Source: an optimization exercise on an open RTL-to-GDS flow (aim: small area, a short achievable clock period and few clock cycles per item). Production flows keep margins and buffers that such runs may drop.

cedar:
==> flow/design.v <==
module sr_bf16 (
    input  wire        clk,
    input  wire        rst,
    input  wire        cfg_load,
    input  wire [63:0] cfg_seed,
    input  wire [63:0] cfg_step,
    input  wire [63:0] cfg_idx_base,
    input  wire [63:0] cfg_idx_stride,
    input  wire        in_valid,
    output reg         in_ready,
    input  wire [31:0] in_data,
    output reg         out_valid,
    input  wire        out_ready,
    output reg  [15:0] out_data
);
    reg [63:0] seed, step, stride;
    reg [63:0] idx;           
    function [31:0] rotl;
        input [31:0] x;
        input integer n;
        begin
            rotl = (x << n) | (x >> (32 - n));
        end
    endfunction
    function [31:0] add2;
        input [31:0] x, y;
        reg [31:0] p, g, pp, gg, p2, g2;
        integer i, l;
        begin
            p = x ^ y; g = x & y; pp = p; gg = g;
            for (l = 0; l < 5; l = l + 1) begin
                g2 = gg; p2 = pp;
                for (i = 0; i < 32; i = i + 1)
                    if ((i >> l) % 2 == 1) begin
                        gg[i] = g2[i] | (p2[i] & g2[((i >> l) << l) - 1]);
                        pp[i] = p2[i] & p2[((i >> l) << l) - 1];
                    end
            end
            add2 = p ^ {gg[30:0], 1'b0};
        end
    endfunction
    function [63:0] add64;
        input [63:0] x, y;
        reg [63:0] p, g, pp, gg, p2, g2;
        integer i, l;
        begin
            p = x ^ y; g = x & y; pp = p; gg = g;
            for (l = 0; l < 6; l = l + 1) begin
                g2 = gg; p2 = pp;
                for (i = 0; i < 64; i = i + 1)
                    if ((i >> l) % 2 == 1) begin
                        gg[i] = g2[i] | (p2[i] & g2[((i >> l) << l) - 1]);
                        pp[i] = p2[i] & p2[((i >> l) << l) - 1];
                    end
            end
            add64 = p ^ {gg[62:0], 1'b0};
        end
    endfunction
    function [31:0] add3;
        input [31:0] x, y, z;
        reg [31:0] s, c;
        begin
            s = x ^ y ^ z;
            c = (x & y) | (x & z) | (y & z);
            add3 = add2(s, {c[30:0], 1'b0});
        end
    endfunction
    wire [31:0] k0 [0:3];
    wire [31:0] k1 [0:3];
    assign k0[0] = seed[31:0];
    assign k1[0] = seed[63:32];
    assign k0[1] = add2(seed[31:0], 32'h9e3779b9);
    assign k1[1] = add2(seed[63:32], 32'hbb67ae85);
    assign k0[2] = add2(seed[31:0], 32'h3c6ef372);
    assign k1[2] = add2(seed[63:32], 32'h76cf5d0a);
    assign k0[3] = add2(seed[31:0], 32'hdaa66d2b);
    assign k1[3] = add2(seed[63:32], 32'h32370b8f);
    function [127:0] sr_step;
        input [127:0] st;
        input [31:0]  ka, kc;
        input integer j;
        reg [31:0] a, b, c, d;
        begin
            a = st[127:96]; b = st[95:64]; c = st[63:32]; d = st[31:0];
            case (j % 4)
                0: begin a = add3(a, b, ka); d = rotl(d ^ a, 16); end
                1: begin c = add3(c, d, kc); b = rotl(b ^ c, 12); end
                2: begin a = add2(a, b);     d = rotl(d ^ a, 8);  end
                default: begin c = add2(c, d); b = rotl(b ^ c, 7); end
            endcase
            sr_step = {a, b, c, d};
        end
    endfunction
    function [15:0] sr_round;
        input [31:0] x;
        input [15:0] r;
        reg [16:0] lo;
        begin
            lo = {1'b0, x[15:0]} + {1'b0, r};
            if (x[30:23] == 8'hFF && x[22:0] != 23'd0)
                sr_round = {x[31], 15'h7FC0};                          
            else if (lo[16] && x[30:16] != 15'h7F7F)
                sr_round = x[31:16] + 16'd1;
            else
                sr_round = x[31:16];
        end
    endfunction
    integer j;
    reg  [2:0] rq_n;          
    reg  [3:0] gen_n;
    reg          x_v;          
    always @* begin
        gen_n = rq_n + pa_v + p1_v + p2_v + p3_v + p4_v;
    end
    wire issue = gen_n - x_v < 4'd6;
    reg [31:0] pa, pb;
    reg        pa_v;
    always @(posedge clk) begin
        pa   <= add3(idx[31:0], idx[63:32], k0[0]);
        pb   <= idx[63:32];
        pa_v <= !rst && !cfg_load && issue;
    end
    reg [127:0] h0;
    always @* begin
        h0 = {pa, pb, step[31:0], rotl(step[63:32] ^ pa, 16)};
        for (j = 1; j < 4; j = j + 1)
            h0 = sr_step(h0, k0[j / 4], k1[j / 4], j);
    end
    reg [127:0] p1_st;
    reg         p1_v;
    always @(posedge clk) begin
        p1_st <= h0;
        p1_v  <= !rst && !cfg_load && pa_v;
    end
    reg [127:0] h1;
    always @* begin
        h1 = p1_st;
        for (j = 4; j < 7; j = j + 1)
            h1 = sr_step(h1, k0[j / 4], k1[j / 4], j);
    end
    reg [127:0] p2_st;
    reg         p2_v;
    always @(posedge clk) begin
        p2_st <= h1;
        p2_v  <= !rst && !cfg_load && p1_v;
    end
    reg [127:0] h2;
    always @* begin
        h2 = p2_st;
        for (j = 7; j < 10; j = j + 1)
            h2 = sr_step(h2, k0[j / 4], k1[j / 4], j);
    end
    reg [127:0] p3_st;
    reg         p3_v;
    always @(posedge clk) begin
        p3_st <= h2;
        p3_v  <= !rst && !cfg_load && p2_v;
    end
    reg [127:0] h3;
    always @* begin
        h3 = p3_st;
        for (j = 10; j < 13; j = j + 1)
            h3 = sr_step(h3, k0[j / 4], k1[j / 4], j);
    end
    reg [127:0] p4_st;
    reg         p4_v;
    always @(posedge clk) begin
        p4_st <= h3;
        p4_v  <= !rst && !cfg_load && p3_v;
    end
    reg [127:0] h4;
    always @* begin
        h4 = p4_st;
        for (j = 13; j < 16; j = j + 1)
            h4 = sr_step(h4, k0[j / 4], k1[j / 4], j);
    end
    wire [31:0] rnd  = h4[127:96] ^ h4[95:64] ^ h4[63:32] ^ h4[31:0];
    wire        push = p4_v;
    reg [15:0] rq [0:5];
    reg [2:0]  rq_wr, rq_rd;
    wire [15:0] r_head = rq[rq_rd];
    always @(posedge clk) begin
        if (push)
            rq[rq_wr] <= rnd[15:0];
        if (rst || cfg_load) begin
            rq_n  <= 3'd0;
            rq_wr <= 3'd0;
            rq_rd <= 3'd0;
        end else begin
            rq_n  <= rq_n + push - x_v;
            if (push) rq_wr <= (rq_wr == 3'd5) ? 3'd0 : rq_wr + 1'b1;
            if (x_v)  rq_rd <= (rq_rd == 3'd5) ? 3'd0 : rq_rd + 1'b1;
        end
        if (cfg_load) begin
            seed   <= cfg_seed;
            step   <= cfg_step;
            stride <= cfg_idx_stride;
            idx    <= cfg_idx_base;
        end else if (issue) begin
            idx    <= add64(idx, stride);
        end
    end
    reg         rdy;           
    wire        accept = in_valid && rdy;
    reg  [31:0] x_q;
    always @(posedge clk) begin
        x_q <= in_data;
        x_v <= !rst && accept;
    end
    wire [15:0] res = sr_round(x_q, r_head);
    reg  [2:0]  t;
    reg  [15:0] q1, q2;
    wire        pop = t[0] && out_ready;
    wire [3:0] r_av = rq_n + push + p3_v - x_v;
    wire r_ok0 = r_av >= 4'd1;      
    wire r_ok1 = r_av >= 4'd2;      
    wire [2:0] o_n = t[0] + t[1] + t[2] + x_v;
    wire o_ok00 = o_n <= 3'd2;          
    wire o_ok01 = o_n <= 3'd1;          
    wire o_ok11 = o_n <= 3'd2;          
    wire rdy_0 = r_ok0 && o_ok00;
    wire rdy_1 = r_ok1 && o_ok01;
    wire rdy_p0 = r_ok0;                
    wire rdy_p1 = r_ok1 && o_ok11;
    wire [15:0] head_h = t[0] ? out_data : res;
    wire [15:0] head_p = t[1] ? q1 : res;
    wire [15:0] q1_h   = (t[0] && !t[1]) ? res : q1;
    wire [15:0] q1_p   = (t[1] && !t[2]) ? res : q2;
    wire [15:0] q2_h   = (t[1] && !t[2]) ? res : q2;
    always @(posedge clk) begin
        if (rst) begin
            t         <= 3'd0;
            out_valid <= 1'b0;
            in_ready  <= 1'b0;
            rdy       <= 1'b0;
        end else begin
            if (x_v && !pop)
                t <= {t[1:0], 1'b1};
            else if (pop && !x_v)
                t <= {1'b0, t[2:1]};
            out_valid <= x_v || t[1] || (out_valid && !out_ready);
            if (cfg_load) begin
                in_ready <= 1'b0;
                rdy      <= 1'b0;
            end else begin
                in_ready <= pop ? (accept ? rdy_p1 : rdy_p0) : (accept ? rdy_1 : rdy_0);
                rdy      <= accept ? (pop ? rdy_p1 : rdy_1) : (pop ? rdy_p0 : rdy_0);
            end
        end
        out_data <= pop ? head_p : head_h;
        q1       <= pop ? q1_p : q1_h;
        q2       <= pop ? res : q2_h;
    end
endmodule
==> flow/config.mk <==
export PLATFORM = sky130hd
export DESIGN_NAME = sr_bf16
export DESIGN_NICKNAME = sr_bf16
export VERILOG_FILES = /design/flow/design.v
export SDC_FILE = /design/flow/constraint.sdc
export NUM_CORES = 4
export LEC_CHECK = 0
export CAP_MARGIN = 20
export CORE_MARGIN = 2
export CORE_UTILIZATION = 40
export PLACE_DENSITY = 0.6
export SLEW_MARGIN = 20
==> flow/constraint.sdc <==
create_clock -name core_clock -period 60.0 [get_ports {clk}]
set_input_delay 12.0000 -clock core_clock [delete_from_list [all_inputs] [get_ports {clk}]]
set_output_delay 12.0000 -clock core_clock [all_outputs]
set_load 0.01 [all_outputs]
standard.sh (not shown) runs the stock make flow with config.mk's settings and CLKGATE_MAP_FILE= SYNTH_SCRIPT=/design/flow/synth_recipe.tcl, a recipe that flattens the netlist after the stock synthesis.
==> flow/flow/run.sh <==
#!/bin/bash
# The standard layout (standard.sh: ORFS from the standard synthesis to
# finish, unchanged), except that buffer_ports gives the ports
# sky130_fd_sc_hd__buf_2 buffers instead of the cell it picks by default.
# make's output goes to flow.log; each ORFS step logs under orfs/logs/.
set -euo pipefail
export BUFFER_PORTS_ARGS="-buffer_cell sky130_fd_sc_hd__buf_2"
bash standard.sh finish > flow.log 2>&1
cedar: PASS, flow complete, no timing, DRC or antenna violations
What raven does differently from cedar at the input level:
diff --git a/flow/flow/run.sh b/flow/flow/run.sh
--- a/flow/flow/run.sh
+++ b/flow/flow/run.sh
@@ -3,2 +3,5 @@
-# finish, unchanged), except that buffer_ports gives the ports
-# sky130_fd_sc_hd__buf_2 buffers instead of the cell it picks by default.
+# finish, unchanged), except that
+# - buffer_ports gives the ports sky130_fd_sc_hd__buf_2 buffers instead of
+#   the cell it picks by default;
+# - the global placement and resizing steps cap the fanout of nets at 16
+#   (flow/fanout.tcl), so high-fanout nets are buffered as trees.
@@ -7,0 +11,2 @@
+export PRE_GLOBAL_PLACE_TCL="$PWD/flow/fanout.tcl"
+export PRE_RESIZE_TCL="$PWD/flow/fanout.tcl"
==> flow/flow/fanout.tcl (new file) <==
# Placement-step hook: cap the fanout of every net, so that repair_design
# splits the key-record load strobe and the other wide nets into trees of
# buffers instead of long chains.
set_max_fanout 16 [current_design]
[summary]
Between raven and cedar, critical path depth is lower for cedar, raven comes in above that.
Design area across raven and cedar: no real change.
Reported for raven and cedar, I/O pin total turned out identical to the last digit.
## Diff of input files: lagoon against raven
==> flow/run.sh (new file) <==
#!/bin/bash
# synth_recipe.tcl (not shown) runs the flow's synth.tcl, then flattens the netlist and writes it again
# the make line also repeats each setting of config.mk as NAME=value (left out here)
make -C /OpenROAD-flow-scripts/flow DESIGN_CONFIG=/design/flow/config.mk WORK_HOME=/design/flow/orfs CLKGATE_MAP_FILE= SYNTH_SCRIPT=/design/flow/synth_recipe.tcl finish
removed: flow/flow/run.sh
removed: flow/flow/fanout.tcl
removed: flow/standard.sh
Findings:
In the reports for raven and lagoon, the larger data arrival at the endpoint of the critical path belongs to raven. Going from raven to lagoon, global-route wire length before repair grows by 1.1 mm. Delta (lagoon minus raven): non-clock buffer instance count of the final layout dropped 31, placed instance count -31, mean number of vias per cell now sits higher, cell area moved up. The capture point of the critical path comes out out_data[1] in one run and idx[61] in the other, namely in lagoon and raven respectively. lagoon against raven: area growth from synthesis to layout increased 2.6 points; clock skew decreased 0.0096 ns; transition at the pin with the smallest max-transition slack increased 0.035 ns.
No functional check of the RTL was part of any run of this note.

## what the ideal ports hide
No port has a modelled driver above. Below, the same layouts with a new extraction and two added sets of constraints.
Step 1 (the two cells are an assumption about what drives the block):
set clk [get_ports {clk}]
set_driving_cell -lib_cell sky130_fd_sc_hd__clkbuf_16 $clk
set_driving_cell -lib_cell sky130_fd_sc_hd__buf_2 [delete_from_list [all_inputs] $clk]
Step 2 moves the port delays by t, midway between the first and last clock arrival at a register: inputs arrive t later, outputs are due t later. That takes back most of the time a late clock gives input paths.
Three values: ideal ports, drivers, drivers and shift; two values: the first two.
| run | t, ns | setup WS [ns] | worst register clock-pin slew, ns | worst data-port slew with drivers (ns) |
|---|---|---|---|---|
| cedar | 0.821 | 46.358 / 46.390 / 45.569 | 0.07 / 0.07 | 0.16 |
| raven | 0.834 | 46.515 / 46.533 / 45.699 | 0.07 / 0.07 | 0.10 |
| lagoon | 0.827 | 46.282 / 46.198 / 45.581 | 0.07 / 0.07 | 0.16 |
After both steps every run listed still meets setup and hold. The setup slack of raven, which loses most, moves by +0.018 ns with the drivers and by -0.816 ns with both steps.
